From an optimization exercise on the open Yosys and OpenROAD flow, aimed at small area; shortcuts taken in it are not production practice. At most, simulation tests tie the RTL to the original design; equivalence was not proved. Function not checked in run 6: the RTL went through the layout flow alone. Power and IR drop assume default switching activity.

==> flow/design.v <==
module ce_alu (
    input  wire        clk,
    input  wire        rst,         
    input  wire        in_valid,
    output wire        in_ready,
    input  wire [7:0]  op,
    input  wire [1:0]  sz,          
    input  wire [31:0] a,           
    input  wire [31:0] b,           
    input  wire [31:0] c,           
    input  wire [4:0]  flags_in,    
    output reg         out_valid,
    output wire [31:0] result,
    output reg  [4:0]  flags_out,
    output reg         wr_d,
    output reg  [1:0]  exc          
);
    localparam FC = 0, FV = 1, FZ = 2, FN = 3, FT = 4;
    localparam [4:0] S_IDLE  = 5'd0,  S_ARITH = 5'd1,  S_UNUS2 = 5'd2,
                     S_LOOP  = 5'd3,  S_SHIFT = 5'd4,  S_ROTB  = 5'd5,
                     S_FFSZ  = 5'd6,  S_FFSC  = 5'd7,  S_BSW   = 5'd8,
                     S_CRC   = 5'd9,  S_MULT  = 5'd10, S_CORR1 = 5'd11,
                     S_CORR2 = 5'd12, S_DIVZ  = 5'd13, S_DSTEP = 5'd14,
                     S_DCORR = 5'd15, S_FLAGS = 5'd16, S_WLDR = 5'd17,
                     S_WLDN  = 5'd18, S_RDQ   = 5'd19, S_ARITH2 = 5'd20;
    reg [4:0]  state;
    reg [31:0] R;           
    reg [31:0] W;           
    reg [4:0]  cnt;
    reg        seen;        
    assign result = R;
    wire s8  = (sz == 2'd0);
    wire s16 = (sz == 2'd1);
    wire s32 = sz[1];
    wire l1  = sz[1] | sz[0];              
    wire l2  = sz[1];                      
    wire [4:0] modmask = {sz[1], sz[1] | sz[0], 3'b111};
    wire [3:0] lo = op[3:0];
    wire g1 = (op[7:4] == 4'h1);
    wire g2 = (op[7:4] == 4'h2);
    wire g3 = (op[7:4] == 4'h3);
    wire is_add   = g1 & (lo == 4'h0 || lo == 4'h1);
    wire is_addc  = g1 & (lo == 4'h1);
    wire is_subc  = g1 & (lo == 4'h3);
    wire is_sub   = g1 & (lo == 4'h2 || lo == 4'h3 || lo == 4'hC);
    wire is_cmp   = g1 & (lo == 4'hC);
    wire is_neg   = g1 & (lo == 4'hB);
    wire is_mul   = g1 & (lo == 4'h4);
    wire is_mulh  = g1 & (lo == 4'h5 || lo == 4'h6);
    wire is_mulhs = g1 & (lo == 4'h6);
    wire is_div   = g1 & (lo >= 4'h7 && lo <= 4'hA);
    wire div_quo  = g1 & (lo == 4'h7 || lo == 4'h8);
    wire div_sgn  = g1 & (lo == 4'h8 || lo == 4'hA);
    wire is_divs  = g1 & (lo == 4'h8);
    wire is_logic = g2 & (lo <= 4'h3);
    wire is_not   = g2 & (lo == 4'h4);
    wire is_tst   = g2 & (lo == 4'h5);
    wire is_shl   = g2 & (lo == 4'h6);
    wire is_sar   = g2 & (lo == 4'h8);
    wire is_rol   = g2 & (lo == 4'h9);
    wire is_ror   = g2 & (lo == 4'hA);
    wire is_shift = g2 & (lo >= 4'h6 && lo <= 4'hA);
    wire sh_left  = is_shl | is_rol;
    wire is_btst  = g3 & (lo == 4'h0);
    wire is_bsf   = g3 & (lo >= 4'h1 && lo <= 4'h3);
    wire is_ffs   = g3 & (lo == 4'h5);
    wire is_bsw   = g3 & (lo == 4'h6);
    wire is_crc   = g3 & (lo == 4'h7 || lo == 4'h8);
    wire is_crcc  = g3 & (lo == 4'h7);
    wire legal = ~(sz == 2'd3) &
                 ((g1 & (lo <= 4'hC)) | (g2 & (lo <= 4'hA)) |
                  (g3 & (lo <= 4'h3 || (lo >= 4'h5 && lo <= 4'h8))));
    function automatic msb_at(input [31:0] x, input [1:0] s);
        msb_at = s[1] ? x[31] : s[0] ? x[15] : x[7];
    endfunction
    wire a_neg = msb_at(a, sz);
    wire b_neg = msb_at(b, sz);
    wire neg_q = div_sgn & (a_neg ^ b_neg);
    wire neg_r = div_sgn & a_neg;
    wire neg_loop = div_quo ? neg_q : neg_r;
    wire [4:0] kk    = (is_bsf ? a[4:0] : b[4:0]) &
                       ((is_rol | is_ror | is_btst | is_bsf) ? modmask : 5'h1F);
    wire       eqk   = (cnt == kk);
    wire       lastn = (cnt == modmask);
    wire       lt_n  = s32 | (s16 & ~cnt[4]) | (s8 & ~cnt[4] & ~cnt[3]);
    wire       zR    = (R == 32'd0);
    wire       nR    = msb_at(R, sz);
    wire       r_top = msb_at(R, sz);
    wire       w_top = msb_at(W, sz);
    reg  [1:0] xhi, xlo;         
    reg        d;
    reg        ysa, ysb, ysc;    
    reg        yinv, ycin, yfv, ynomask;
    reg  [1:0] rsel;             
    reg        rins_en, rins;    
    reg        top_en, top_v;    
    reg        crc_en;
    reg        wq;               
    wire [31:0] Rsh = {R[30:0], d};
    wire [31:0] X;
    assign X[31:16] = (xhi == 2'd1) ? R[31:16] : (xhi == 2'd2) ? Rsh[31:16] : 16'd0;
    assign X[15:0]  = (xlo == 2'd1) ? R[15:0]  : (xlo == 2'd2) ? Rsh[15:0]  : 16'd0;
    wire        la1 = l1 | ynomask, la2 = l2 | ynomask;
    wire [31:0] lsa = {{16{ysa & la2}}, {8{ysa & la1}}, {8{ysa}}};
    wire [31:0] lsb = {{16{ysb & la2}}, {8{ysb & la1}}, {8{ysb}}};
    wire [31:0] lsc = {{16{ysc & la2}}, {8{ysc & la1}}, {8{ysc}}};
    wire        crc_fb = R[0] ^ W[31];
    wire [31:0] poly   = is_crcc ? 32'h82F6_3B78 : 32'hEDB8_8320;
    wire [31:0] pterm  = {poly[30:0], 1'b0} & {32{crc_en & crc_fb}};
    wire [31:0] ysrc  = (lsa & a) | (lsb & b) | (lsc & c) | pterm;
    wire [31:0] Yr    = ysrc ^ {32{yinv}};
    wire [31:0] Y     = {Yr[31:17], la2 ? Yr[16] : yfv, Yr[15:9], la1 ? Yr[8] : yfv, Yr[7:0]};
    reg  [32:0] sum;
    reg  [31:0] pg_p, pg_g, pp, gg;
    integer bi, bj;
    always @* begin
        pg_p = X ^ Y;
        pg_g = X & Y & {32{~crc_en}};
        pp = pg_p;
        gg = pg_g;
        gg[0] = gg[0] | (pp[0] & ycin);
        for (bi = 1; bi <= 5; bi = bi + 1)
            for (bj = (1 << bi) - 1; bj < 32; bj = bj + (1 << bi)) begin
                gg[bj] = gg[bj] | (pp[bj] & gg[bj - (1 << (bi - 1))]);
                pp[bj] = pp[bj] & pp[bj - (1 << (bi - 1))];
            end
        for (bi = 5; bi > 0; bi = bi - 1)
            for (bj = (1 << bi) + (1 << (bi - 1)) - 1; bj < 32; bj = bj + (1 << bi)) begin
                gg[bj] = gg[bj] | (pp[bj] & gg[bj - (1 << (bi - 1))]);
                pp[bj] = pp[bj] & pp[bj - (1 << (bi - 1))];
            end
        sum[0] = pg_p[0] ^ ycin;
        for (bi = 1; bi < 32; bi = bi + 1)
            sum[bi] = pg_p[bi] ^ gg[bi - 1];
        sum[32] = gg[31];
    end
    wire        c32 = sum[32];
    wire [32:0] S   = {c32 ^ yinv, sum[31:0]};
    reg  [31:0] Bv;
    always @* begin
        Bv = S[32:1];
        if (rins_en) begin
            if (s8)  Bv[7]  = rins;
            if (s16) Bv[15] = rins;
            if (s32) Bv[31] = rins;
        end
        if (top_en) Bv[31] = top_v;
    end
    wire dv_sub  = ~seen;
    wire bneg_s  = div_sgn & b_neg;
    wire rs_new  = s8 ? S[8] : s16 ? S[16] : (R[31] ^ dv_sub ^ c32);
    reg [4:0] nstate;
    reg       cnt_clr;
    reg [4:0] F_n;
    reg       last;              
    reg       exc_set1;
    reg       seen_n;
    wire lg_r = R[0], lg_w = W[31];
    reg  loop_f;
    always @* begin
        if (is_logic) begin
            case (lo[1:0])
                2'd0: loop_f = lg_r & lg_w;
                2'd1: loop_f = lg_r | lg_w;
                2'd2: loop_f = lg_r ^ lg_w;
                default: loop_f = lg_r & ~lg_w;
            endcase
        end else begin
            loop_f = (lg_r ^ (neg_loop & seen)) & lt_n;
        end
    end
    wire bmod = (lo[1:0] == 2'd1) ? 1'b1 : (lo[1:0] == 2'd2) ? 1'b0 :
                (lo[1:0] == 2'd3) ? ~R[0] : R[0];
    wire x_s = msb_at(X, sz);
    wire y_s = msb_at(Y, sz);
    wire r_s = msb_at(S[31:0], sz);
    wire c_n = s8 ? S[8] : s16 ? S[16] : S[32];
    wire v_n = ~(x_s ^ y_s) & (x_s ^ r_s);
    wire zn_upd = (exc == 2'd0) & ~(is_btst | is_bsf | is_ffs | is_crc);
    always @* begin
        nstate  = state;
        cnt_clr = 1'b0;
        F_n     = flags_out;
        last    = 1'b0;
        exc_set1 = 1'b0;
        seen_n  = seen;
        xhi = 2'd1; xlo = 2'd1; d = 1'b0;
        ysa = 1'b0; ysb = 1'b0; ysc = 1'b0;
        yinv = 1'b0; ycin = 1'b0; yfv = 1'b0; ynomask = 1'b0;
        rsel = 2'd1;
        rins_en = 1'b0; rins = 1'b0; top_en = 1'b0; top_v = 1'b0; crc_en = 1'b0;
        wq = R[0];
        case (state)
            S_IDLE: begin
                cnt_clr = 1'b1;
                seen_n  = 1'b0;
                F_n     = flags_in;
                if (legal & (is_add | is_sub | is_neg | is_mul | is_mulh | is_logic |
                    is_not | is_tst | is_shift)) begin
                    F_n[FC] = 1'b0;
                    F_n[FV] = 1'b0;
                end
                xhi = 2'd0; xlo = 2'd0;
                if (!legal) begin
                    nstate = S_FLAGS;
                end else if (is_add | is_sub) begin
                    ysa = 1'b1; nstate = S_ARITH;
                end else if (is_neg) begin
                    rsel = 2'd0; nstate = S_ARITH;
                end else if (is_logic | is_crc | is_mulh) begin
                    ysb = 1'b1; nstate = S_WLDR;
                end else if (is_not) begin
                    ysa = 1'b1; yinv = 1'b1; nstate = S_ARITH2;
                end else if (is_tst) begin
                    ysa = 1'b1; nstate = S_FLAGS;
                end else if (is_shift) begin
                    ysa = 1'b1; nstate = S_SHIFT;
                end else if (is_btst) begin
                    ysa = 1'b1; nstate = S_ROTB;
                end else if (is_bsf) begin
                    ysc = 1'b1; nstate = S_ROTB;
                end else if (is_ffs) begin
                    ysa = 1'b1; nstate = S_FFSZ;
                end else if (is_bsw) begin
                    ysa = 1'b1; nstate = s8 ? S_FLAGS : S_BSW;
                end else if (is_mul) begin
                    ysb = 1'b1; nstate = S_WLDN;
                end else begin  
                    ysb = 1'b1; nstate = S_DIVZ;
                end
            end
            S_ARITH: begin
                if (is_neg) ysa = 1'b1; else ysb = 1'b1;
                yinv = ~is_add; yfv = ~is_add;
                ycin = is_neg | (is_sub & ~is_subc) | (is_subc & ~flags_in[FC]) |
                       (is_addc & flags_in[FC]);
                F_n[FC] = c_n;
                F_n[FV] = v_n;
                cnt_clr = 1'b1;
                nstate = S_LOOP;           
            end
            S_ARITH2: begin
                cnt_clr = 1'b1;
                nstate = S_LOOP;
            end
            S_WLDR: begin
                wq = R[0];
                if (cnt == 5'd31) begin
                    cnt_clr = 1'b1;
                    if (is_mulh) begin
                        rsel = 2'd0; nstate = S_MULT;
                    end else if (is_ffs) begin
                        rsel = 2'd0; nstate = S_FFSC;
                    end else begin
                        xhi = 2'd0; xlo = 2'd0;
                        ysa = 1'b1; ynomask = is_crc;
                        nstate = is_crc ? S_CRC : S_LOOP;
                    end
                end else begin
                    rsel = 2'd2;
                end
            end
            S_WLDN: begin
                wq = R[31];
                xhi = 2'd2; xlo = 2'd2; d = R[31];
                if (cnt == 5'd31) begin
                    cnt_clr = 1'b1;
                    rsel = 2'd0; seen_n = 1'b0;
                    nstate = is_mul ? S_MULT : S_DSTEP;
                end
            end
            S_LOOP: begin
                rsel = 2'd2; top_en = 1'b1; top_v = loop_f;
                seen_n = seen | lg_r;
                if (cnt == 5'd31) nstate = S_FLAGS;
            end
            S_CRC: begin
                rsel = 2'd2; crc_en = 1'b1; top_en = 1'b1; top_v = crc_fb;
                ynomask = 1'b1;
                if (lastn) nstate = S_FLAGS;
            end
            S_SHIFT: begin
                if (eqk) begin
                    cnt_clr = 1'b1;
                    nstate = S_LOOP;       
                end else if (sh_left) begin
                    xhi = 2'd2; xlo = 2'd2; d = is_rol & r_top;
                    F_n[FC] = r_top;
                end else begin
                    rsel = 2'd2; rins_en = 1'b1;
                    rins = is_sar ? r_top : is_ror ? R[0] : 1'b0;
                    F_n[FC] = R[0];
                end
            end
            S_ROTB: begin
                rsel = 2'd2; rins_en = 1'b1;
                rins = eqk ? bmod : R[0];
                if (eqk) F_n[FT] = R[0];
                if (lastn) nstate = S_FLAGS;
            end
            S_FFSZ: begin
                F_n[FZ] = zR;
                cnt_clr = 1'b1;
                nstate = S_WLDR;
            end
            S_FFSC: begin
                if (W[31] | (R[5:0] == {s32, s16, s8, 3'b000}))
                    nstate = S_FLAGS;
                else
                    ycin = 1'b1;
            end
            S_BSW: begin
                if (s32 && cnt >= 5'd8 && cnt < 5'd24) begin
                    xhi = 2'd2; xlo = 2'd2; d = R[31];
                end else begin
                    xhi = 2'd1; xlo = 2'd2; d = R[15];
                end
                if ((s16 && cnt == 5'd7) || cnt == 5'd31) nstate = S_FLAGS;
            end
            S_MULT: begin
                if (is_mul) begin
                    xhi = 2'd2; xlo = 2'd2; d = 1'b0;
                    ysa = w_top;
                end else begin
                    ysa = W[31]; rsel = 2'd2;
                end
                if (lastn) begin
                    cnt_clr = 1'b1;
                    nstate = is_mulhs ? S_CORR1 : is_mul ? S_LOOP : S_FLAGS;
                end
            end
            S_CORR1: begin
                ysb = a_neg; yinv = 1'b1; ycin = 1'b1; yfv = 1'b1;
                nstate = S_CORR2;
            end
            S_CORR2: begin
                ysa = b_neg; yinv = 1'b1; ycin = 1'b1; yfv = 1'b1;
                cnt_clr = 1'b1;
                nstate = S_LOOP;
            end
            S_DIVZ: begin
                if (zR) begin
                    exc_set1 = 1'b1;
                    nstate = S_FLAGS;
                end else begin
                    xhi = 2'd0; xlo = 2'd0;
                    ysa = 1'b1; yinv = div_sgn & a_neg; ycin = div_sgn & a_neg;
                    cnt_clr = 1'b1;
                    nstate = S_WLDN;
                end
            end
            S_DSTEP: begin
                xhi = 2'd2; xlo = 2'd2; d = w_top;
                ysb = 1'b1; yinv = dv_sub ^ bneg_s; ycin = dv_sub ^ bneg_s;
                yfv = dv_sub;
                seen_n = rs_new;
                wq = ~rs_new;
                if (lastn) begin
                    cnt_clr = 1'b1;
                    nstate = div_quo ? S_RDQ : S_DCORR;
                end
            end
            S_DCORR: begin
                ysb = seen; yinv = seen & bneg_s; ycin = seen & bneg_s; yfv = 1'b0;
                F_n[FC] = 1'b0;
                F_n[FV] = 1'b0;
                cnt_clr = 1'b1;
                seen_n = 1'b0;
                nstate = S_LOOP;
            end
            S_RDQ: begin
                xhi = 2'd2; xlo = 2'd2; d = w_top;
                if (cnt == 5'd0) begin
                    F_n[FC] = 1'b0;
                    F_n[FV] = is_divs & ~neg_q & w_top;
                end
                seen_n = 1'b0;
                if (lastn) begin
                    cnt_clr = 1'b1;
                    nstate = S_LOOP;
                end
            end
            S_FLAGS: begin
                if (zn_upd) begin
                    F_n[FZ] = zR;
                    F_n[FN] = nR;
                end
                last = 1'b1;
            end
            default: nstate = S_IDLE;
        endcase
    end
    assign in_ready = ~in_valid | last;
    wire [31:0] A = S[31:0];
    reg  [31:0] R_n;
    always @* begin
        case (rsel)
            2'd0: R_n = 32'd0;
            2'd1: R_n = A;
            default: R_n = Bv;
        endcase
    end
    always @(posedge clk) begin
        R    <= R_n;
        W    <= {W[30:0], wq};
        seen <= seen_n;
        cnt  <= cnt_clr ? 5'd0 : cnt + 5'd1;
        out_valid <= 1'b0;
        if (rst) begin
            state <= S_IDLE;
        end else if (state == S_IDLE) begin
            if (in_valid) begin
                state     <= nstate;
                flags_out <= F_n;
                exc       <= legal ? 2'd0 : 2'd2;
                wr_d      <= legal & ~(is_cmp | is_tst | is_btst);
            end
        end else if (last) begin
            flags_out <= F_n;
            if (in_valid) begin
                out_valid <= 1'b1;
                state     <= S_IDLE;
            end
        end else begin
            state     <= nstate;
            flags_out <= F_n;
            if (exc_set1) begin
                exc  <= 2'd1;
                wr_d <= 1'b0;
            end
        end
    end
endmodule
==> flow/flow/run.sh <==
#!/bin/bash
# Layout flow: the standard ORFS layout (standard.sh's make targets and
# settings), with two changes that only affect cell area:
#  1. synthesis maps the logic with an area-oriented ABC script
#     (flow/abc_area.script) instead of ORFS's delay-oriented one; everything
#     else in synthesis (front end, flop mapping, flattening, renaming) is
#     ORFS's and the standard flow's synthesis unchanged, so the registers keep the
#     standard synthesis's names and cell types;
#  2. the port buffers that placement inserts on every input and output are
#     sky130_fd_sc_hd__buf_1 instead of the resizer's default pick;
#  3. clock tree synthesis builds the tree from sky130_fd_sc_hd__clkbuf_8
#     and adds no dummy loads.
# Each tool's output goes to a log file of its own in this folder.
set -euo pipefail
W=$(pwd)
ABC_SCRIPT=${ABC_SCRIPT_FILE:-$W/flow/abc_area.script}
PORT_BUF=${PORT_BUF_CELL:-sky130_fd_sc_hd__buf_1}

# ORFS's synth.tcl with only the ABC script replaced
sed "s#^source \$::env(SCRIPTS_DIR)/synth_preamble.tcl\$#source \$::env(SCRIPTS_DIR)/synth_preamble.tcl\nset abc_args [lreplace \$abc_args 1 1 $ABC_SCRIPT]#" \
    "$FLOW_HOME/scripts/synth.tcl" > "$W/synth_area_core.tcl"
grep -q "lreplace" "$W/synth_area_core.tcl"
# The standard flow's synthesis wrapper, sourcing the copy above
sed "s#\$::env(SCRIPTS_DIR)/synth.tcl#$W/synth_area_core.tcl#" synth_recipe.tcl > "$W/synth_area.tcl"
grep -q "synth_area_core" "$W/synth_area.tcl"
# The standard flow's config plus the port buffer choice
cp config.mk "$W/config_area.mk"
echo "export BUFFER_PORTS_ARGS = -buffer_cell $PORT_BUF" >> "$W/config_area.mk"
echo "export CTS_ARGS = -sink_clustering_enable -repair_clock_nets -buf_list ${CTS_BUF:-sky130_fd_sc_hd__clkbuf_8} -dont_use_dummy_load" >> "$W/config_area.mk"
# standard.sh with that synthesis script and config
sed -e "s#SYNTH_SCRIPT=[^ ]*#SYNTH_SCRIPT=$W/synth_area.tcl#" \
    -e "s#DESIGN_CONFIG=[^ ]*#DESIGN_CONFIG=$W/config_area.mk#" standard.sh > "$W/standard_area.sh"
grep -q "config_area.mk" "$W/standard_area.sh"

bash "$W/standard_area.sh" synth > "$W/synth.log" 2>&1
bash "$W/standard_area.sh" > "$W/layout.log" 2>&1
test -f out/final.def
==> flow/flow/abc_area.script <==
strash
&get -n
&fraig -x
&put
scorr
dc2
dretime
strash
dch -f
dc2
dch -f
&get -n
&dch -f
&nf
&put
topo
stime -c
upsize -c
dnsize -c
==> flow/standard.sh <==
#!/bin/bash
# synth_recipe.tcl (not shown) runs the flow's synth.tcl, then flattens the netlist and writes it again
# the make line also repeats each setting of config.mk as NAME=value (left out here)
make -C /OpenROAD-flow-scripts/flow DESIGN_CONFIG=/design/flow/config.mk WORK_HOME=/design/flow/orfs CLKGATE_MAP_FILE= SYNTH_SCRIPT=/design/flow/synth_recipe.tcl "${@:-finish}"
==> flow/config.mk <==
export PLATFORM = sky130hd
export DESIGN_NAME = ce_alu
export DESIGN_NICKNAME = ce_alu
export VERILOG_FILES = /design/flow/design.v
export SDC_FILE = /design/flow/constraint.sdc
export NUM_CORES = 4
export LEC_CHECK = 0
export CAP_MARGIN = 5
export CORE_MARGIN = 2
export CORE_UTILIZATION = 35
export GPL_TIMING_DRIVEN = 0
export SLEW_MARGIN = 5
==> flow/constraint.sdc <==
create_clock -name core_clock -period 10.0 [get_ports {clk}]
set_input_delay 2.0000 -clock core_clock [delete_from_list [all_inputs] [get_ports {clk}]]
set_output_delay 2.0000 -clock core_clock [all_outputs]
set_load 0.01 [all_outputs]
==> results by group, run 1 <==
Clock network
  • Insertion delay of the later-clocked pin in the worst-skew pair: 380 ps
  • CTS sink count: 84
  • CTS clock-pin slew for the worst setup and hold paths: 80 ps
  • Number of buffers on the longest clock path: 2
  • CTS root buf: clkbuf_8
  • H-tree Lvls: 3
  • Total CTS buffers: 9
  • Clock tree from TritonCTS: built

Yosys
  • Post-synth EDFFs: 9
  • Most numerous cell in the Yosys netlist: nor2_1
  • Post-synthesis register bit count: 84
  • Cells taking the most area after synthesis: dfxtp_1, ha_1, a22o_1
  • Total nets after synthesis: 1009
  • Cell area after synthesis: 6745 um2
  • Total of warnings raised by yosys: 1
  • Post-synth top area cell: dfxtp_1
  • Share of synthesized area occupied by flip-flops and latches: 26.27%
  • Average cell area after synthesis: 8.068 um2
  • Share of the synthesized area in the top cell type: 22.26%
  • Count of mapped cells out of synthesis: 836
  • Cell variety after synth: 67
  • Proportion of synthesized flip-flops having asynchronous set or reset: 0%
  • Most used DFF post-synth: dfxtp_1
  • Commonest cells in the synthesized netlist: nor2_1, nand2_1, dfxtp_1

Detailed routing
  • Post-route DRC: 0
  • Vias after detailed routing: 7538
  • Detailed router's first-iteration violation count: 709
  • DRT antenna net count: 0
  • WL final: 25390 um
  • First-pass iteration count of the detailed router: 5
  • DR WL/cell: 19.86 um
  • Routed via count divided by cell count: 5.898

Place
  • Placed cell areas: 7682 um2
  • Detailed placer's ending HPWL: 19580 um
  • RD Place Congestion: 0.9993
  • Port Buffers: 155

Min path
  • Class of the worst hold path: reg -> reg

Worst setup path
  • Highest fanout seen on the critical path: 27
  • Worst R2R Setup Slack: 1460 ps
  • Required time of the critical path: 10090 ps
  • Slowest-stage cell, CP: a222oi_1
  • Critical Path Max Stage Delay: 370 ps
  • Type of element capturing the critical path: flop
  • Setup Crit Path Kind: in -> reg
  • Startpoint kind of the worst setup timing path: input port
  • Arrival time worst endpoint: 9660 ps

STA
  • Skew final: 17.33 ps
  • Final worst path period need: 9571 ps
  • Transition at the pin with the smallest max-transition slack: 1177 ps
  • Final hold violation count: 0
  • Final-layout worst hold slack: 320.4 ps
  • Slew margin rel.: 21.36%
  • Final worst-path cycle share: 95.71%
  • Final Setup Violations: 0
  • Final count of pins violating max slew: 0
  • FMAX: 104.5 MHz
  • Aggregate negative setup slack: 0 ps

Die
  • Std-Cell Rows: 50
  • Die Width: 142.8 um
  • Standard cell core area: 18830 um2
  • DIE HEIGHT: 142.8 um
  • I/O pins: 156
  • Floorplan die area: 20400 um2
  • Starting utilization of the core area: 35.82%

Finish
  • Ant. Diodes: 0
  • Synth-to-layout area growth: 19.87%
  • Layout Nets: 1193
  • Final Instance Area: 8085 um2
  • FF+latch area: 1772 um2
  • Area of combinational cells with multiple inputs: 5052 um2
  • Layout fillers: 1980
  • Share of final-layout standard cells stronger than drive strength 1: 8.251%

Global routing
  • Global route total overflow: 0
  • Pin count of the biggest net entering global routing: 32
  • Initial antenna violation count: 0
  • Number of global-route vias before repair: 6869
  • GRT Total Usage: 24.32%
  • Global-route wire length before repair: 38250 um

Power
  • PD cells: 123.7 nW/um2
  • Total chip power: 1000 uW
  • Leakage dissipation: 0.003258 uW
  • Worst voltage drop across the vdd grid: 0.1040 mV

Job
  • Max-cap viol count: 0

Status
  • Outcome: finished clean
cell families after synthesis:
group | count (synthesis) | synth area share, %
buffers and inverters | 21 | 1.224
xor gates and xnor gates | 59 | 7.661
AOI/OAI and AO/OA | 268 | 29.12
DFF | 84 | 26.27
adders and majority gates | 59 | 10.94
and+or+nand+nor | 337 | 23.60
muxes | 8 | 1.187
metal layers:
layer	track usage (%)	vias up	wire (um)
li1	-	3560	-
met1	33.81	3590	11410
met2	37.70	338	11410
met3	5.030	50	1896
met4	7.712	0	669
met5	0	-	0
where the power goes:
| group | switching (uW) | internal (uW) |
|---|---|---|
| clock | 115 | 80.6 |
| sequential | 53.0 | 402 |
| combinational | 212 | 138 |
through the flow:
step / worst slack [ps] / utilization (%) / std cells
global route: -9.680 / 42.94 / 1278
CTS: 22.80 / 42.02 / 1267
floorplan: 994.4 / - / 836
global placement: -2027 / 40.64 / 1251
finish: 429.4 / 42.94 / 1278
detailed placement: -1972 / 40.80 / 1253
cell type report:
cell class,count,share of cell area (%)
Buffer,1,0.09285
Inverter,20,0.9595
Tap cell,260,4.024
Clock buffer,9,1.532
Multi-Input combinational cell,731,62.49
Sequential cell,84,21.91
Timing Repair Buffer,173,8.991
worst max-delay path: cells and delay by family:
family,cells,cell delay [ps]
adder cells (fa/ha/maj),5,1080
AO/OA/AOI/OAI,28,4330
AND/OR/NAND/NOR,6,870
XOR/XNOR,2,480
buffers and inverters,4,850
cells in the final DEF (no fill, tap or decap), types with 10 or more instances in the layout:
cell type  count
buf_1        150
nand2_1       96
nor2_1        94
dfxtp_1       75
a22o_1        58
ha_1          57
a21oi_1       55
xnor2_1       50
nand3_1       29
o21ai_0       24
nor3_1        22
buf_4         18
a221o_1       17
nor4_1        15
o21ai_1       14
clkinv_1      13
nor2b_1       10
a222oi_1      10
repair_timing:
item,in CTS,in global routing
endpoints found under the setup margin,14,1
hold buffers,0,0
resized for setup,14,29
pin swaps,3,6
setup buffers,5,11
worst paths after layout:
kind | start | endpoint | cells after the start
setup / recovery | sz[1] | flags_out[1] | 45
hold / removal | W[18] | W[19] | 0
setup reg to reg | R[0] | flags_out[1] | 45
hold reg to reg | W[18] | W[19] | 0
state kept, by name, indices dropped and copies added, names as in the netlist:
signal / count
seen: 1
cnt: 5
state: 5
R: 32
W: 32
flags_out: 5
wr_d: 1
out_valid: 1
exc: 2
==> inputs of run 2 (changes only) <==
--- a/flow/config.mk
+++ b/flow/config.mk
@@ -7,3 +7,3 @@
 export LEC_CHECK = 0
-export CAP_MARGIN = 5
+export CAP_MARGIN = 0
 export CORE_MARGIN = 2
@@ -11,2 +11,2 @@
 export GPL_TIMING_DRIVEN = 0
-export SLEW_MARGIN = 5
+export SLEW_MARGIN = 0
==> run 2 against run 1 <==
Net effect: hold slack is the same; non-clock buffer count unchanged; die area unchanged; routed wire length stayed put; combinational power about the same; highest routed layer unchanged.
==> results by group, run 2 <==
Worst setup path
  • Worst R2R Setup Slack: 1460 ps
  • Startpoint kind of the worst setup timing path: input port
  • Slowest-stage cell, CP: a222oi_1
  • Critical Path Max Stage Delay: 370 ps
  • Reg2reg path depth: 45
  • Launching point of the worst reg2reg path: R[0]
  • Type of element capturing the critical path: flop
  • Required time of the critical path: 10090 ps
  • Highest fanout seen on the critical path: 27
  • First element of the critical path: sz[1]
  • Setup Crit Path Kind: in -> reg
  • Arrival time worst endpoint: 9660 ps

Global routing
  • Global route total overflow: 0
  • Global-route wire length before repair: 38250 um
  • GRT Total Usage: 24.32%
  • Number of global-route vias before repair: 6869
  • Initial antenna violation count: 0
  • Pin count of the biggest net entering global routing: 32

Min path
  • HP Start: W[18]
  • Count of cells along the worst hold path: 0
  • Class of the worst hold path: reg -> reg

STA
  • Transition at the pin with the smallest max-transition slack: 1177 ps
  • Skew final: 17.33 ps
  • Final worst-path cycle share: 95.71%
  • Final count of pins violating max slew: 0
  • FMAX: 104.5 MHz
  • Final worst path period need: 9571 ps
  • Final setup margin: 429.4 ps
  • Final hold violation count: 0
  • Final Setup Violations: 0
  • Final-layout worst hold slack: 320.4 ps
  • Slew margin rel.: 21.36%

Yosys
  • Total of warnings raised by yosys: 1
  • Cells taking the most area after synthesis: dfxtp_1, ha_1, a22o_1
  • Share of synthesized area occupied by flip-flops and latches: 26.27%
  • Average cell area after synthesis: 8.068 um2
  • Proportion of synthesized flip-flops having asynchronous set or reset: 0%
  • Post-synth EDFFs: 9
  • Post-synth top area cell: dfxtp_1
  • Most used DFF post-synth: dfxtp_1
  • Cell area after synthesis: 6745 um2
  • Cell variety after synth: 67
  • Share of the synthesized area in the top cell type: 22.26%
  • Most numerous cell in the Yosys netlist: nor2_1
  • Total nets after synthesis: 1009
  • Post-synthesis register bit count: 84
  • Count of mapped cells out of synthesis: 836
  • Commonest cells in the synthesized netlist: nor2_1, nand2_1, dfxtp_1

Clock network
  • CTS clock-pin slew for the worst setup and hold paths: 80 ps
  • Number of hold-repair buffers added at the cts stage: 0
  • Number of buffers on the longest clock path: 2
  • Insertion delay of the later-clocked pin in the worst-skew pair: 380 ps
  • CTS sink count: 84
  • H-tree Lvls: 3
  • CTS root buf: clkbuf_8
  • Total CTS buffers: 9
  • Clock tree from TritonCTS: built

Detailed routing
  • Vias after detailed routing: 7538
  • Post-route DRC: 0
  • First-pass iteration count of the detailed router: 5
  • Routed via count divided by cell count: 5.898
  • WL final: 25390 um
  • Detailed router's first-iteration violation count: 709
  • DR WL/cell: 19.86 um
  • DRT antenna net count: 0

Die
  • DIE HEIGHT: 142.8 um
  • Std-Cell Rows: 50
  • Die Width: 142.8 um
  • Starting utilization of the core area: 35.82%
  • Floorplan die area: 20400 um2
  • Standard cell core area: 18830 um2
  • I/O pins: 156

Job
  • Max-cap viol count: 0

Finish
  • Ant. Diodes: 0
  • Layout fillers: 1980
  • FF+latch area: 1772 um2
  • Share of final-layout standard cells stronger than drive strength 1: 8.251%
  • Top flop regs: R (32), W (32)
  • Most common library cell in the layout ignoring fill and taps: buf_1
  • Area of combinational cells with multiple inputs: 5052 um2
  • Synth-to-layout area growth: 19.87%
  • Layout Nets: 1193
  • Most frequent cells in the layout: buf_1, nand2_1, nor2_1

Status
  • Outcome: finished clean

Place
  • Port Buffers: 155
  • Worst slack, placed: -1972 ps
  • RD Place Congestion: 0.9993
  • Detailed placer's ending HPWL: 19580 um

Power
  • Leakage dissipation: 0.003258 uW
  • Worst voltage drop across the vdd grid: 0.1040 mV
  • PD cells: 123.7 nW/um2
run 2: cell counts in the layout (fill, tap and decap cells not counted):
Identical to the previous run, type by type.
run 2: final cells by class:
| class | instances | share of cell area, % |
|---|---|---|
| buffer | 1 | 0.09285 |
| sequential | 84 | 21.91 |
| tap | 260 | 4.024 |
| multi-input combinational | 731 | 62.49 |
| clock buffer | 9 | 1.532 |
| inverter | 20 | 0.9595 |
| timing repair buffer | 173 | 8.991 |
run 2: cell families (layout without fill, tap and decap cells):
family / Yosys count / in the layout / share of synthesized area [%]
xor+xnor: 59 / 59 / 7.661
simple gates: 337 / 337 / 23.60
fa+ha+maj: 59 / 59 / 10.94
buf+inv: 21 / 203 / 1.224
compound gates: 268 / 268 / 29.12
flops: 84 / 84 / 26.27
mux: 8 / 8 / 1.187
run 2: metal layers:
layer / GRT usage (%) / vias to the layer above / share of wire, %
li1: - / 3560 / -
met5: 0 / - / 0
met2: 37.70 / 338 / 45
met4: 7.712 / 0 / 2.6
met1: 33.81 / 3590 / 45
met3: 5.030 / 50 / 7.5
run 2: worst max-delay path, delay by kind of cell:
family          cells  cell delay [ps]
compound gates     28             4330
fa+ha+maj           5             1080
buf+inv             4              850
simple gates        6              870
xor+xnor            2              480
run 2: repair_timing:
item	CTS	global route
setup buffers	5	11
pin swaps	3	6
endpoints found under the setup margin	14	1
resized for setup	14	29
run 2: per-stage QoR:
step | instances | total power [uW] | util [%] | cell area, um2 | setup TNS, ps
final | 1278 | 1000 | 42.94 | 8085 | 0
after global routing | 1278 | 1058 | 42.94 | 8085 | -9.680
after CTS | 1267 | 993.4 | 42.02 | 7913 | 0
after detailed placement | 1253 | 790.9 | 40.80 | 7682 | -13520
after global placement | 1251 | 790.4 | 40.64 | 7652 | -14220
after floorplan | 836 | 659.3 | - | 6745 | 0
run 2: final timing paths:
check,end
hold / removal,W[19]
setup reg to reg,flags_out[1]
hold reg to reg,W[19]
setup / recovery,flags_out[1]
run 2: power breakdown:
| group | leakage, uW | internal (uW) | total [uW] | switching [uW] |
|---|---|---|---|---|
| Sequential | 0.000697 | 402 | 455 | 53.0 |
| Clock | 0.0000647 | 80.6 | 196 | 115 |
| Combinational | 0.00250 | 138 | 350 | 212 |
==> inputs of run 3 (changes only) <==
--- a/flow/design.v
+++ b/flow/design.v
@@ -18,3 +18,3 @@
     localparam FC = 0, FV = 1, FZ = 2, FN = 3, FT = 4;
-    localparam [4:0] S_IDLE  = 5'd0,  S_ARITH = 5'd1,  S_UNUS2 = 5'd2,
+    localparam [4:0] S_IDLE  = 5'd0,  S_ARITH = 5'd1,  
                      S_LOOP  = 5'd3,  S_SHIFT = 5'd4,  S_ROTB  = 5'd5,
@@ -24,3 +24,4 @@
                      S_DCORR = 5'd15, S_FLAGS = 5'd16, S_WLDR = 5'd17,
-                     S_WLDN  = 5'd18, S_RDQ   = 5'd19, S_ARITH2 = 5'd20;
+                     S_WLDN  = 5'd18, S_RDQ   = 5'd19, S_ARITH2 = 5'd20,
+                     S_LDB   = 5'd2;
     reg [4:0]  state;
@@ -168,3 +169,3 @@
         end else begin
-            loop_f = (lg_r ^ (neg_loop & seen)) & lt_n;
+            loop_f = (lg_r ^ is_not ^ (neg_loop & seen)) & lt_n;
         end
@@ -202,33 +203,31 @@
                 end
-                xhi = 2'd0; xlo = 2'd0;
-                if (!legal) begin
+                xhi = 2'd0; xlo = 2'd0; ysa = 1'b1;
+                if (!legal | is_tst)
                     nstate = S_FLAGS;
-                end else if (is_add | is_sub) begin
-                    ysa = 1'b1; nstate = S_ARITH;
-                end else if (is_neg) begin
-                    rsel = 2'd0; nstate = S_ARITH;
-                end else if (is_logic | is_crc | is_mulh) begin
-                    ysb = 1'b1; nstate = S_WLDR;
-                end else if (is_not) begin
-                    ysa = 1'b1; yinv = 1'b1; nstate = S_ARITH2;
-                end else if (is_tst) begin
-                    ysa = 1'b1; nstate = S_FLAGS;
-                end else if (is_shift) begin
-                    ysa = 1'b1; nstate = S_SHIFT;
-                end else if (is_btst) begin
-                    ysa = 1'b1; nstate = S_ROTB;
-                end else if (is_bsf) begin
-                    ysc = 1'b1; nstate = S_ROTB;
-                end else if (is_ffs) begin
-                    ysa = 1'b1; nstate = S_FFSZ;
-                end else if (is_bsw) begin
-                    ysa = 1'b1; nstate = s8 ? S_FLAGS : S_BSW;
-                end else if (is_mul) begin
-                    ysb = 1'b1; nstate = S_WLDN;
-                end else begin  
-                    ysb = 1'b1; nstate = S_DIVZ;
-                end
+                else if (is_add | is_sub | is_neg)
+                    nstate = S_ARITH;
+                else if (is_not)
+                    nstate = S_ARITH2;
+                else if (is_shift | is_btst)
+                    nstate = is_shift ? S_SHIFT : S_ROTB;
+                else if (is_ffs)
+                    nstate = S_FFSZ;
+                else if (is_bsw)
+                    nstate = s8 ? S_FLAGS : S_BSW;
+                else
+                    nstate = S_LDB;      
+            end
+            S_LDB: begin
+                xhi = 2'd0; xlo = 2'd0;
+                ysb = ~is_bsf; ysc = is_bsf;
+                cnt_clr = 1'b1;
+                nstate = is_bsf ? S_ROTB : (is_logic | is_crc | is_mulh) ? S_WLDR :
+                         is_mul ? S_WLDN : S_DIVZ;
             end
             S_ARITH: begin
-                if (is_neg) ysa = 1'b1; else ysb = 1'b1;
+                if (is_neg) begin
+                    xhi = 2'd0; xlo = 2'd0; ysa = 1'b1;
+                end else begin
+                    ysb = 1'b1;
+                end
                 yinv = ~is_add; yfv = ~is_add;
==> flow/flow/abc_area.script (replaced) <==
strash
&get -n
&fraig -x
&put
scorr
dc2
dretime
strash
&get -n
&dch -f
&nf
&put
topo
stime -c
upsize -c
dnsize -c
--- a/flow/config.mk
+++ b/flow/config.mk
@@ -7,3 +7,3 @@
 export LEC_CHECK = 0
-export CAP_MARGIN = 0
+export CAP_MARGIN = 5
 export CORE_MARGIN = 2
@@ -11,2 +11,2 @@
 export GPL_TIMING_DRIVEN = 0
-export SLEW_MARGIN = 0
+export SLEW_MARGIN = 5
==> run 3 against run 2 <==
Net effect: area after synthesis rose by 0.63%; power rose by 16%; clock-buffer cell count did not move; design area fell by 2.7%; highest routed layer unchanged.
==> results by group, run 3 <==
Place
  • Detailed placer's ending HPWL: 19630 um
  • Cell count after placement: 1252
  • RD Place Congestion: 1.037
  • Port Buffers: 155

Clock network
  • Number of hold-repair buffers added at the cts stage: 0
  • H-tree Lvls: 3
  • CTS sink count: 84
  • Clock tree from TritonCTS: built
  • CTS root buf: clkbuf_8
  • Insertion delay of the later-clocked pin in the worst-skew pair: 380 ps
  • Number of buffers on the longest clock path: 2
  • Post CTS Setup Buffer Count: 0
  • CTS clock-pin slew for the worst setup and hold paths: 80 ps
  • Total CTS buffers: 9

Worst setup path
  • Type of element capturing the critical path: flop
  • Launching point of the worst reg2reg path: R[21]
  • Setup Crit Path Kind: in -> reg
  • Number of stages on the worst setup path: 41
  • Critical Path End: flags_out[1]
  • First element of the critical path: op[1]
  • Cell repeated most along the worst path: ha_1
  • Slowest-stage cell, CP: nor3_4
  • Crit path buffers/inverters: 3
  • Required time of the critical path: 10090 ps
  • Startpoint kind of the worst setup timing path: input port
  • Kind of cell adding the most delay to the critical path: compound AO/OA/AOI/OAI gates
  • Worst R2R Setup Slack: 1550 ps
  • Highest fanout seen on the critical path: 17
  • Reg2reg path depth: 37
  • Critical Path Max Stage Delay: 480 ps
  • Endpoint of the lowest-slack register-to-register path: flags_out[1]
  • Arrival time worst endpoint: 9840 ps

Yosys
  • Most used DFF post-synth: dfxtp_1
  • Total of warnings raised by yosys: 1
  • Total nets after synthesis: 1009
  • Share of synthesized area occupied by flip-flops and latches: 26.10%
  • Proportion of synthesized flip-flops having asynchronous set or reset: 0%
  • Cell variety after synth: 74
  • Post-synth EDFFs: 9
  • Post-synthesis register bit count: 84
  • Average cell area after synthesis: 8.119 um2
  • Commonest cells in the synthesized netlist: nand2_1, nor2_1, dfxtp_1
  • Most numerous cell in the Yosys netlist: nand2_1
  • Count of mapped cells out of synthesis: 836
  • Post-synth top area cell: dfxtp_1
  • Cells taking the most area after synthesis: dfxtp_1, ha_1, a22o_1
  • Cell area after synthesis: 6788 um2
  • Share of the synthesized area in the top cell type: 22.12%

Finish
  • Most frequent cells in the layout: buf_1, nand2_1, nor2_1
  • Synth-to-layout area growth: 15.87%
  • Layout Nets: 1176
  • Final cell count without fillers: 1261
  • Ant. Diodes: 0
  • Most common library cell in the layout ignoring fill and taps: buf_1
  • Share of final-layout standard cells stronger than drive strength 1: 4.096%
  • Layout fillers: 2029
  • Top flop regs: R (32), W (32)

Global routing
  • Fraction of met3 tracks used by global routing: 5.097%
  • Global-route wire length before repair: 38470 um
  • Number of global-route vias before repair: 6732
  • Global route total overflow: 0
  • Met1 Use GR: 34.75%
  • Global-route track usage on met2: 35.83%
  • Routing layer with the top usage in global route: met2
  • Initial antenna violation count: 0
  • GRT Total Usage: 24.56%
  • Pin count of the biggest net entering global routing: 34

Die
  • Standard cell core area: 18890 um2
  • Floorplan die area: 20520 um2
  • Die Width: 143.3 um
  • Starting utilization of the core area: 35.93%
  • I/O pins: 156
  • DIE HEIGHT: 143.3 um
  • Std-Cell Rows: 50

STA
  • Final Setup Violations: 0
  • Transition at the pin with the smallest max-transition slack: 1277 ps
  • Final count of pins violating max slew: 0
  • Final worst path period need: 9750 ps
  • Skew final: 22.81 ps
  • Aggregate negative setup slack: 0 ps
  • FMAX: 102.6 MHz
  • Final hold violation count: 0
  • Slew margin rel.: 14.88%
  • Final worst-path cycle share: 97.50%

Power
  • Leakage dissipation: 0.003149 uW
  • Worst voltage drop across the vdd grid: 0.09737 mV
  • PD cells: 148.2 nW/um2

Detailed routing
  • Vias after detailed routing: 7503
  • Detailed router's first-iteration violation count: 678
  • WL final: 25590 um
  • Post-route DRC: 0
  • First-pass iteration count of the detailed router: 6
  • DR WL/cell: 20.30 um
  • DRT antenna net count: 0
  • Routed via count divided by cell count: 5.950

Min path
  • Class of the worst hold path: reg -> reg
  • Count of cells along the worst hold path: 0

Job
  • Max-cap viol count: 0

Status
  • Outcome: finished clean
==> run 3: cell types whose count changed after synthesis, moves of 4 or more <==
cell      change
a211oi_1      +6
a21boi_1      -6
a21oi_1      +17
clkinv_1     +10
nand2_1       -5
nor2_1       -15
nor3_1        +6
o21ai_0       +8
o21ai_1      -13
o21ai_2       -4
or2_1         -8
==> run 3: routing by layer <==
metal  vias up  routed length, um  share of wire [%]
li1       3566                  -                  -
met1      3490              11790                 46
met2       372              10610                 41
met3        75               2057                8.0
met4         0               1136                4.4
met5         -                  0                  0
==> run 3: what timing repair did <==
item                                   in CTS  in global routing
endpoints found under the hold margin       0                  0
setup endpoints to repair                   1                  1
gates resized for setup                     3                  6
==> run 3: cell families (layout without fill, tap and decap cells) <==
logic type / count (synthesis) / after routing / synth area share [%]
muxes: 8 / 8 / 1.198
DFF: 84 / 84 / 26.10
adders and majority gates: 59 / 59 / 10.88
buffers and inverters: 27 / 192 / 1.548
xor gates and xnor gates: 62 / 62 / 8.000
AOI/OAI and AO/OA: 279 / 279 / 29.90
and+or+nand+nor: 317 / 317 / 22.38
==> run 3: worst min path at each step <==
stage	startpoint	to	slack [ps]
after detailed placement	W[14]	W[15]	310
after floorplan	W[9]	W[10]	310
after global routing	W[9]	W[10]	320
after global placement	W[0]	W[1]	310
final	W[3]	W[4]	320
after CTS	W[3]	W[4]	310
==> run 3: area by class of cell <==
type / count / area, um2 / share of cell area, %
multi-input combinational: 725 / 4949 / 62.92
tap: 260 / 325.3 / 4.136
inverter: 26 / 97.59 / 1.241
buffer: 1 / 7.507 / 0.09545
timing repair buffer: 156 / 590.6 / 7.509
clock buffer: 9 / 123.9 / 1.575
sequential: 84 / 1772 / 22.53
==> run 3: power breakdown <==
part | total, uW | internal (uW) | switching (uW)
Clock | 199 | 80.8 | 118
Combinational | 440 | 187 | 252
Sequential | 526 | 437 | 89.2
==> run 3: stage by stage <==
| stage | utilization (%) | instance area [um2] | hold WS, ps | total power (uW) | setup slack [ps] |
|---|---|---|---|---|---|
| finish | 41.63 | 7865 | 316.8 | 1165 | 250.5 |
| global route | 41.63 | 7865 | 321.0 | 1241 | -3.878 |
| CTS | 41.52 | 7845 | 308.8 | 1166 | 102.6 |
| detailed placement | 40.80 | 7709 | 312.1 | 963.2 | -807.4 |
| global placement | 40.73 | 7695 | 310.5 | 962.9 | -883.6 |
| floorplan | - | 6788 | 309.6 | 796.4 | 1590 |
==> inputs of run 4 (changes only) <==
--- a/flow/flow/abc_area.script
+++ b/flow/flow/abc_area.script
@@ -8,2 +8,5 @@
 strash
+dch -f
+dc2
+dch -f
 &get -n
==> run 4 against run 3 <==
Net effect: hold slack lost 6.1 ps; clock skew down 1.4 ps; combinational power up 5.9%; sequential power increased by 3%; critical endpoint unchanged; largest power group unchanged.
==> results by group, run 4 <==
Status
  • Outcome: finished clean

Worst setup path
  • Slowest-stage cell, CP: or2_4
  • Type of element capturing the critical path: flop
  • Setup Crit Path Kind: in -> reg
  • Launching point of the worst reg2reg path: R[21]
  • Critical Path Max Stage Delay: 450 ps
  • Startpoint kind of the worst setup timing path: input port
  • Cell repeated most along the worst path: ha_1
  • Highest fanout seen on the critical path: 31
  • First element of the critical path: op[1]
  • Required time of the critical path: 10170 ps
  • Reg2reg path depth: 35
  • Arrival time worst endpoint: 9300 ps

STA
  • FMAX: 109.6 MHz
  • Final setup margin: 877.3 ps
  • RSZ-0062 raised after global routing: false
  • Skew final: 21.45 ps
  • Final hold violation count: 0
  • Final-layout worst hold slack: 310.7 ps
  • Transition at the pin with the smallest max-transition slack: 1264 ps
  • Final worst-path cycle share: 91.23%
  • Final Setup Violations: 0
  • Final worst path period need: 9123 ps
  • Final count of pins violating max slew: 0
  • Slew margin rel.: 15.17%

Global routing
  • Global-route wire length before repair: 38090 um
  • Number of global-route vias before repair: 6731
  • Initial antenna violation count: 0
  • Pin count of the biggest net entering global routing: 33
  • Global route total overflow: 0
  • GRT Total Usage: 24.16%

Yosys
  • Cells taking the most area after synthesis: dfxtp_1, ha_1, a22o_1
  • Average cell area after synthesis: 8.231 um2
  • Most numerous cell in the Yosys netlist: nand2_1
  • Post-synthesis register bit count: 84
  • Most used DFF post-synth: dfxtp_1
  • Share of synthesized area occupied by flip-flops and latches: 26.12%
  • Cell area after synthesis: 6783 um2
  • Proportion of synthesized flip-flops having asynchronous set or reset: 0%
  • Share of the synthesized area in the top cell type: 22.14%
  • Cell variety after synth: 65
  • Post-synth EDFFs: 9
  • Total of warnings raised by yosys: 1
  • Commonest cells in the synthesized netlist: nand2_1, a21oi_1, dfxtp_1
  • Count of mapped cells out of synthesis: 824
  • Total nets after synthesis: 997
  • Post-synth top area cell: dfxtp_1

Clock network
  • Total CTS buffers: 9
  • CTS root buf: clkbuf_8
  • Number of buffers on the longest clock path: 2
  • Clock tree from TritonCTS: built
  • H-tree Lvls: 3
  • CTS sink count: 84
  • Number of hold-repair buffers added at the cts stage: 0
  • Insertion delay of the later-clocked pin in the worst-skew pair: 370 ps
  • CTS clock-pin slew for the worst setup and hold paths: 80 ps

Detailed routing
  • DRT antenna net count: 0
  • Detailed router's first-iteration violation count: 912
  • WL final: 25270 um
  • Routed via count divided by cell count: 5.935
  • Post-route DRC: 0
  • First-pass iteration count of the detailed router: 6
  • DR WL/cell: 20.10 um
  • Vias after detailed routing: 7460

Power
  • Cell internal power dissipation: 726.9 uW
  • Clock network fraction of total power: 16.1%
  • Switching pwr: 475.7 uW
  • PD cells: 152.1 nW/um2
  • Leakage dissipation: 0.003156 uW
  • Worst voltage drop across the vdd grid: 0.07508 mV
  • Switching fraction of total power: 39.55%
  • Portion of total power attributed to sequential cells: 45.1%
  • Comb power frac: 38.7%

Job
  • Max-cap viol count: 0

Finish
  • Most frequent cells in the layout: buf_1, nand2_1, a21oi_1
  • Most common library cell in the layout ignoring fill and taps: buf_1
  • Top flop regs: R (32), W (32)
  • Share of final-layout standard cells stronger than drive strength 1: 4.514%
  • Synth-to-layout area growth: 16.57%
  • Layout Nets: 1172
  • Ant. Diodes: 0
  • Utilization of the core after routing: 41.99%

Place
  • RD Place Congestion: 0.9819
  • Worst slack, placed: -493.1 ps
  • Detailed placer's ending HPWL: 19630 um
  • Port Buffers: 155

Die
  • Standard cell core area: 18830 um2
  • Std-Cell Rows: 50
  • DIE HEIGHT: 143.2 um
  • I/O pins: 156
  • Die Width: 143.2 um
  • Floorplan die area: 20510 um2
  • Starting utilization of the core area: 36.02%

Min path
  • Count of cells along the worst hold path: 0
  • HP Start: W[20]
  • Class of the worst hold path: reg -> reg
-- run 4: metrics by stage --
| step | instance area [um2] | cells | total power [uW] | TNS (ps) |
|---|---|---|---|---|
| 2_1_floorplan | 6783 | 824 | 827.9 | 0 |
| 3_3_place_gp | 7690 | 1239 | 1001 | -378.5 |
| 3_5_place_dp | 7734 | 1242 | 1007 | -990.4 |
| 4_1_cts | 7865 | 1252 | 1204 | 0 |
| 5_1_grt | 7906 | 1257 | 1276 | 0 |
| 6_report | 7906 | 1257 | 1203 | 0 |
-- run 4: final timing paths --
check / slack (ps) / end
max: 880 / flags_out[1]
min: 310 / W[21]
max reg2reg: 2240 / flags_out[1]
min reg2reg: 310 / W[21]
-- run 4: power groups by stage --
stage          sequential, uW  combinational [uW]  clock [uW]
6_report                  543                 466         194
5_1_grt                   554                 512         209
4_1_cts                   542                 464         199
3_5_place_dp              548                 458           0
3_3_place_gp              547                 454           0
2_1_floorplan             537                 291           0
-- run 4: kinds of logic (layout without fill, tap and decap cells) --
| group | Yosys count | in the layout | synth area share, % |
|---|---|---|---|
| adders and majority gates | 59 | 59 | 10.88 |
| AOI/OAI and AO/OA | 291 | 291 | 30.97 |
| and+or+nand+nor | 296 | 296 | 21.47 |
| muxes | 9 | 9 | 1.365 |
| DFF | 84 | 84 | 26.12 |
| buffers and inverters | 25 | 198 | 1.439 |
| xor gates and xnor gates | 60 | 60 | 7.748 |
-- run 4: timing repair --
item	in CTS	in global routing
gates resized for setup	0	3
setup endpoints to repair	1	1
buffers inserted	1	5
pin swaps	1	0
gates cloned	0	0
-- run 4: cell type report --
class,count,area [um2]
inverters,24,90.09
fillers,1998,10920
flip-flops and latches,84,1772
clock buffers,9,123.9
multi-input cells,715,4937
repair buffers,164,650.6
well taps,260,325.3
plain buffers,1,7.507
-- run 4: critical path, delay by kind of cell --
| family | cells | cell delay (ps) |
|---|---|---|
| simple gates | 7 | 1030 |
| fa+ha+maj | 6 | 1460 |
| buf+inv | 4 | 670 |
| compound gates | 21 | 3680 |
| xor+xnor | 2 | 430 |
-- run 4: metal layers --
layer | global-route usage (%) | wire length [um]
met5 | 0 | 0
met3 | 3.957 | 2061
met4 | 8.772 | 868
met2 | 37.19 | 11110
met1 | 33.95 | 11230
==> inputs of run 5 (changes only) <==
--- a/flow/flow/run.sh
+++ b/flow/flow/run.sh
@@ -28,3 +28,3 @@
 echo "export BUFFER_PORTS_ARGS = -buffer_cell $PORT_BUF" >> "$W/config_area.mk"
-echo "export CTS_ARGS = -sink_clustering_enable -repair_clock_nets -buf_list ${CTS_BUF:-sky130_fd_sc_hd__clkbuf_8} -dont_use_dummy_load" >> "$W/config_area.mk"
+echo "export CTS_ARGS = -sink_clustering_enable -repair_clock_nets -buf_list {sky130_fd_sc_hd__clkbuf_4 sky130_fd_sc_hd__clkbuf_8} -dont_use_dummy_load" >> "$W/config_area.mk"
 # standard.sh with that synthesis script and config
==> flow/flow/abc_area.script (replaced) <==
strash
&get -n
&fraig -x
&put
scorr
dc2
dretime
strash
&get -n
&dch -f
&nf
&put
topo
stime -c
upsize -c
dnsize -c
==> run 5 against run 4 <==
Net effect: still clean; critical path depth grew 1; hold slack improved by 6.1 ps; synthesized cell count up 1.5%; clock-buffer cell count stayed put; design area fell by 0.52%; critical endpoint unchanged; largest cell class unchanged; highest routed layer unchanged.
==> results by group, run 5 <==
Status
  • Outcome: finished clean

Min path
  • HP Start: W[3]
  • Class of the worst hold path: reg -> reg

Yosys
  • Total of warnings raised by yosys: 1
  • Cell variety after synth: 74
  • Count of mapped cells out of synthesis: 836
  • Cells taking the most area after synthesis: dfxtp_1, ha_1, a22o_1
  • Most used DFF post-synth: dfxtp_1
  • Proportion of synthesized flip-flops having asynchronous set or reset: 0%
  • Post-synth EDFFs: 9
  • Commonest cells in the synthesized netlist: nand2_1, nor2_1, dfxtp_1
  • Total nets after synthesis: 1009
  • Share of synthesized area occupied by flip-flops and latches: 26.10%
  • Share of the synthesized area in the top cell type: 22.12%
  • Most numerous cell in the Yosys netlist: nand2_1
  • Average cell area after synthesis: 8.119 um2
  • Post-synth top area cell: dfxtp_1
  • Post-synthesis register bit count: 84
  • Cell area after synthesis: 6788 um2

Worst setup path
  • Required time of the critical path: 10090 ps
  • Slowest-stage cell, CP: nor3_4
  • Setup Crit Path Kind: in -> reg
  • Launching point of the worst reg2reg path: R[21]
  • Type of element capturing the critical path: flop
  • Cell repeated most along the worst path: ha_1
  • Highest fanout seen on the critical path: 17
  • First element of the critical path: op[1]
  • Arrival time worst endpoint: 9840 ps
  • Critical Path Max Stage Delay: 480 ps
  • Startpoint kind of the worst setup timing path: input port
  • Worst R2R Setup Slack: 1550 ps

Clock network
  • Clock tree from TritonCTS: built
  • Number of buffers on the longest clock path: 2
  • H-tree Lvls: 3
  • CTS sink count: 84
  • CTS clock-pin slew for the worst setup and hold paths: 80 ps
  • Post CTS Setup Buffer Count: 0
  • Insertion delay of the later-clocked pin in the worst-skew pair: 380 ps
  • CTS root buf: clkbuf_8
  • Number of hold-repair buffers added at the cts stage: 0
  • Total CTS buffers: 9

STA
  • Final count of pins violating max slew: 0
  • Final worst-path cycle share: 97.50%
  • Final-layout worst hold slack: 316.8 ps
  • Final worst path period need: 9750 ps
  • FMAX: 102.6 MHz
  • Transition at the pin with the smallest max-transition slack: 1277 ps
  • Slew margin rel.: 14.88%
  • Final Setup Violations: 0
  • Final hold violation count: 0
  • Aggregate negative setup slack: 0 ps
  • Skew final: 22.81 ps

Detailed routing
  • First-pass iteration count of the detailed router: 6
  • DR WL/cell: 20.30 um
  • DRT antenna net count: 0
  • Detailed router's first-iteration violation count: 678
  • WL final: 25590 um
  • Routed via count divided by cell count: 5.950
  • Vias after detailed routing: 7503
  • Post-route DRC: 0

Global routing
  • Global route total overflow: 0
  • Global-route wire length before repair: 38470 um
  • Pin count of the biggest net entering global routing: 34
  • Initial antenna violation count: 0
  • GRT Total Usage: 24.56%
  • Number of global-route vias before repair: 6732

Finish
  • Utilization of the core after routing: 41.63%
  • Top flop regs: R (32), W (32)
  • Ant. Diodes: 0
  • Most common library cell in the layout ignoring fill and taps: buf_1
  • Synth-to-layout area growth: 15.87%
  • Layout fillers: 2029
  • Share of final-layout standard cells stronger than drive strength 1: 4.096%
  • Layout Nets: 1176
  • Most frequent cells in the layout: buf_1, nand2_1, nor2_1

Power
  • Worst voltage drop across the vdd grid: 0.09737 mV
  • PD cells: 148.2 nW/um2
  • Leakage dissipation: 0.003149 uW
  • Total chip power: 1165 uW

Die
  • Std-Cell Rows: 50
  • Standard cell core area: 18890 um2
  • I/O pins: 156
  • DIE HEIGHT: 143.3 um
  • Starting utilization of the core area: 35.93%
  • Die Width: 143.3 um
  • Floorplan die area: 20520 um2

Place
  • Port Buffers: 155
  • RD Place Congestion: 1.037
  • Detailed placer's ending HPWL: 19630 um

Job
  • Max-cap viol count: 0
-- run 5: worst paths after layout --
check,end,cells past startpoint
hold reg to reg,W[4],0
setup / recovery,flags_out[1],41
hold / removal,W[4],0
setup reg to reg,flags_out[1],37
-- run 5: final cells by class --
type	count	area [um2]	area share (%)
Timing Repair Buffer	156	590.6	7.509
Buffer	1	7.507	0.09545
Sequential cell	84	1772	22.53
Inverter	26	97.59	1.241
Tap cell	260	325.3	4.136
Clock buffer	9	123.9	1.575
Multi-Input combinational cell	725	4949	62.92
-- run 5: logic make-up (layout without fill, tap and decap cells) --
| logic type | count (synthesis) | count (layout) | share of synthesized area (%) |
|---|---|---|---|
| DFF | 84 | 84 | 26.10 |
| AOI/OAI and AO/OA | 279 | 279 | 29.90 |
| xor gates and xnor gates | 62 | 62 | 8.000 |
| muxes | 8 | 8 | 1.198 |
| adders and majority gates | 59 | 59 | 10.88 |
| buffers and inverters | 27 | 192 | 1.548 |
| and+or+nand+nor | 317 | 317 | 22.38 |
-- run 5: worst max-delay path: cells and delay by family --
family	cells	cell delay, ps
xor+xnor	2	270
fa+ha+maj	5	1200
buf+inv	3	480
simple gates	11	2240
compound gates	20	3620
-- run 5: metal layers --
layer / GRT usage (%) / share of wire [%] / vias to the layer above
met5: 0 / 0 / -
met4: 10.73 / 4.4 / 0
met3: 5.097 / 8.0 / 75
met2: 35.83 / 41 / 372
met1: 34.75 / 46 / 3490
li1: - / - / 3566
-- run 5: repair_timing --
| action | in CTS | in global routing |
|---|---|---|
| setup endpoints to repair | 1 | 1 |
| gates cloned | 0 | 0 |
| resized for setup | 3 | 6 |
-- run 5: metrics by stage --
stage,area (um2),setup WS (ps),instances
6_report,7865,250.5,1261
5_1_grt,7865,-3.878,1261
4_1_cts,7845,102.6,1261
3_5_place_dp,7709,-807.4,1252
3_3_place_gp,7695,-883.6,1251
2_1_floorplan,6788,1590,836
-- run 5: where the power goes --
group	switching, uW	internal [uW]	total, uW
Sequential	89.2	437	526
Clock	118	80.8	199
Combinational	252	187	440
==> inputs of run 6 (changes only) <==
--- a/flow/design.v
+++ b/flow/design.v
@@ -20,3 +20,3 @@
                      S_LOOP  = 5'd3,  S_SHIFT = 5'd4,  S_ROTB  = 5'd5,
-                     S_FFSZ  = 5'd6,  S_FFSC  = 5'd7,  S_BSW   = 5'd8,
+                     S_FFSC  = 5'd7,  S_BSW   = 5'd8,
                      S_CRC   = 5'd9,  S_MULT  = 5'd10, S_CORR1 = 5'd11,
@@ -24,3 +24,3 @@
                      S_DCORR = 5'd15, S_FLAGS = 5'd16, S_WLDR = 5'd17,
-                     S_WLDN  = 5'd18, S_RDQ   = 5'd19, S_ARITH2 = 5'd20,
+                     S_WLDN  = 5'd18, S_RDQ   = 5'd19,
                      S_LDB   = 5'd2;
@@ -209,3 +209,3 @@
                 else if (is_not)
-                    nstate = S_ARITH2;
+                    nstate = S_LOOP;     
                 else if (is_shift | is_btst)
@@ -213,3 +213,3 @@
                 else if (is_ffs)
-                    nstate = S_FFSZ;
+                    nstate = S_WLDR;
                 else if (is_bsw)
@@ -240,6 +240,2 @@
             end
-            S_ARITH2: begin
-                cnt_clr = 1'b1;
-                nstate = S_LOOP;
-            end
             S_WLDR: begin
@@ -299,9 +295,5 @@
             end
-            S_FFSZ: begin
-                F_n[FZ] = zR;
-                cnt_clr = 1'b1;
-                nstate = S_WLDR;
-            end
             S_FFSC: begin
-                if (W[31] | (R[5:0] == {s32, s16, s8, 3'b000}))
+                F_n[FZ] = (R[5:0] == {s32, s16, s8, 3'b000});
+                if (W[31] | F_n[FZ])
                     nstate = S_FLAGS;
--- a/flow/flow/run.sh
+++ b/flow/flow/run.sh
@@ -28,3 +28,3 @@
 echo "export BUFFER_PORTS_ARGS = -buffer_cell $PORT_BUF" >> "$W/config_area.mk"
-echo "export CTS_ARGS = -sink_clustering_enable -repair_clock_nets -buf_list {sky130_fd_sc_hd__clkbuf_4 sky130_fd_sc_hd__clkbuf_8} -dont_use_dummy_load" >> "$W/config_area.mk"
+echo "export CTS_ARGS = -sink_clustering_enable -repair_clock_nets -buf_list ${CTS_BUF:-sky130_fd_sc_hd__clkbuf_8} -dont_use_dummy_load" >> "$W/config_area.mk"
 # standard.sh with that synthesis script and config
--- a/flow/config.mk
+++ b/flow/config.mk
@@ -7,3 +7,3 @@
 export LEC_CHECK = 0
-export CAP_MARGIN = 5
+export CAP_MARGIN = 20
 export CORE_MARGIN = 2
@@ -11,2 +11,2 @@
 export GPL_TIMING_DRIVEN = 0
-export SLEW_MARGIN = 5
+export SLEW_MARGIN = 20
==> run 6 against run 5 <==
Net effect: hold slack lost 9.8 ps; critical endpoint unchanged; combinational power decreased by 11%; die area is 0.56% lower; sequential power fell by 4.8%; sequential cell count unchanged; power down 7.0%; final cell count is 0.32% higher; core utilization grew 1.2 points.
==> results by group, run 6 <==
Place
  • RD Place Congestion: 1.042
  • Detailed placer's ending HPWL: 19960 um
  • Port Buffers: 155
  • Placed cell areas: 7722 um2

Finish
  • Top flop regs: R (32), W (32)
  • Most common library cell in the layout ignoring fill and taps: buf_1
  • Share of final-layout standard cells stronger than drive strength 1: 6.766%
  • Layout Nets: 1180
  • Most frequent cells in the layout: buf_1, nand2_1, dfxtp_1, a21oi_1, nor2_1
  • Ant. Diodes: 0
  • Final Instance Area: 8070 um2
  • Synth-to-layout area growth: 19.58%

Worst setup path
  • Startpoint kind of the worst setup timing path: input port
  • Cell repeated most along the worst path: a21boi_1
  • Setup Crit Path Kind: in -> reg
  • Type of element capturing the critical path: flop
  • Kind of cell adding the most delay to the critical path: compound AO/OA/AOI/OAI gates
  • Critical Path Max Stage Delay: 370 ps
  • Arrival time worst endpoint: 9610 ps
  • Crit path buffers/inverters: 4
  • Highest fanout seen on the critical path: 8
  • Slowest-stage cell, CP: nor3_4
  • Required time of the critical path: 10090 ps
  • Worst R2R Setup Slack: 1490 ps

Yosys
  • Most numerous cell in the Yosys netlist: nand2_1
  • Post-synth EDFFs: 9
  • Count of mapped cells out of synthesis: 821
  • Total of warnings raised by yosys: 1
  • Average cell area after synthesis: 8.220 um2
  • Share of the synthesized area in the top cell type: 22.25%
  • Total nets after synthesis: 994
  • Proportion of synthesized flip-flops having asynchronous set or reset: 0%
  • Share of synthesized area occupied by flip-flops and latches: 26.25%
  • Post-synthesis register bit count: 84
  • Most used DFF post-synth: dfxtp_1
  • Cell variety after synth: 72
  • Post-synth top area cell: dfxtp_1
  • Cell area after synthesis: 6749 um2
  • Commonest cells in the synthesized netlist: nand2_1, a21oi_1, dfxtp_1
  • Cells taking the most area after synthesis: dfxtp_1, ha_1, a22o_1

Die
  • Die Width: 142.9 um
  • Standard cell core area: 18830 um2
  • DIE HEIGHT: 142.9 um
  • I/O pins: 156
  • Floorplan die area: 20410 um2
  • Std-Cell Rows: 50
  • Starting utilization of the core area: 35.84%

Clock network
  • H-tree Lvls: 3
  • Insertion delay of the later-clocked pin in the worst-skew pair: 370 ps
  • CTS clock-pin slew for the worst setup and hold paths: 90 ps
  • Total CTS buffers: 9
  • CTS root buf: clkbuf_8
  • Number of buffers on the longest clock path: 2
  • CTS sink count: 84
  • Clock tree from TritonCTS: built

Global routing
  • Pin count of the biggest net entering global routing: 35
  • Initial antenna violation count: 0
  • GRT Total Usage: 24.64%
  • Global-route wire length before repair: 38700 um
  • Global route total overflow: 0
  • Number of global-route vias before repair: 6869

Detailed routing
  • First-pass iteration count of the detailed router: 7
  • Routed via count divided by cell count: 6.023
  • DR WL/cell: 20.41 um
  • DRT antenna net count: 0
  • WL final: 25820 um
  • Post-route DRC: 0
  • Vias after detailed routing: 7619
  • Detailed router's first-iteration violation count: 976

STA
  • Final Setup Violations: 0
  • Final hold violation count: 0
  • FMAX: 105.1 MHz
  • Final worst-path cycle share: 95.17%
  • Final worst path period need: 9517 ps
  • Slew margin rel.: 28.03%
  • Final-layout worst hold slack: 307.0 ps
  • Final count of pins violating max slew: 0
  • Transition at the pin with the smallest max-transition slack: 1074 ps
  • Skew final: 19.81 ps

Job
  • Max-cap viol count: 0

Min path
  • Class of the worst hold path: reg -> reg

Status
  • Outcome: finished clean

Power
  • Worst voltage drop across the vdd grid: 0.06390 mV
  • PD cells: 134.3 nW/um2
  • Leakage dissipation: 0.003171 uW
[run 6: cell types whose count changed in the layout (fill, tap and decap cells not counted), sizes merged, moves of 6 or more]
cell,previous run,this run
nor2,84,73
or2,6,14
o21ai,36,45
nand3,33,25
nand2,94,84
nor3,32,26
and2,5,13
buf,156,172
[run 6: final timing paths]
check                  to  depth (start not counted)  startpoint
min reg2reg         W[24]                          0       W[23]
max reg2reg  flags_out[1]                         41       R[21]
min                 W[24]                          0       W[23]
max          flags_out[1]                         46       op[1]
[run 6: layout make-up]
cell class                 instances  area [um2]
buffer                             1       7.507
clock buffer                       9       123.9
fill                            1983       10760
inverter                          23       86.33
multi-input combinational        714        5004
sequential                        84        1772
tap                              260       325.3
timing repair buffer             174       752.0
[run 6: layer usage]
layer / part of all wire [%] / routed length, um / vias to the layer above / GRT usage, %
met1: 44 / 11460 / 3567 / 35.18
met4: 3.6 / 932 / 0 / 9.536
met3: 9.7 / 2504 / 64 / 5.198
li1: - / - / 3560 / -
met5: 0 / 0 / - / 0
met2: 42 / 10930 / 428 / 36.16
[run 6: cell families after synthesis]
logic type / count (synthesis) / share of synthesized area (%)
xor gates and xnor gates: 57 / 7.397
DFF: 84 / 26.25
buffers and inverters: 24 / 1.390
and+or+nand+nor: 296 / 21.38
muxes: 9 / 1.353
adders and majority gates: 59 / 10.94
AOI/OAI and AO/OA: 292 / 31.29
[run 6: stage by stage]
step	std cells	setup TNS (ps)	util (%)	setup WS (ps)	total power, uW
6_report	1265	0	42.86	483.0	1084
5_1_grt	1265	-8.582	42.86	-8.582	1150
4_1_cts	1255	0	42.12	49.10	1079
3_5_place_dp	1242	-4687	41.01	-1365	880.1
3_3_place_gp	1236	-4798	40.66	-1424	877.6
2_1_floorplan	821	0	-	1125	731.8
[run 6: timing repair]
item                                    CTS  global route
hold buffers                              0             0
endpoints found under the hold margin     0             0
pin swaps                                 1             4
cloned                                    0             1
endpoints found under the setup margin    6             1
buffers inserted                          4             9
gates resized for setup                   9            19
[run 6: report_power, final]
group | leakage (uW) | internal (uW) | total (uW) | switching [uW]
Clock | 0.0000647 | 80.6 | 193 | 113
Sequential | 0.000713 | 423 | 501 | 78.4
Combinational | 0.00239 | 168 | 390 | 221
Total | 0.00317 | 672 | 1080 | 412

Check on run 6: ideal ports give 0.483 ns setup slack; a clkbuf_16 on the clock port and buf_2 on the inputs give 0.500 ns; moving port delays by the midpoint clock arrival (0.404 ns) as well gives 0.096 ns.
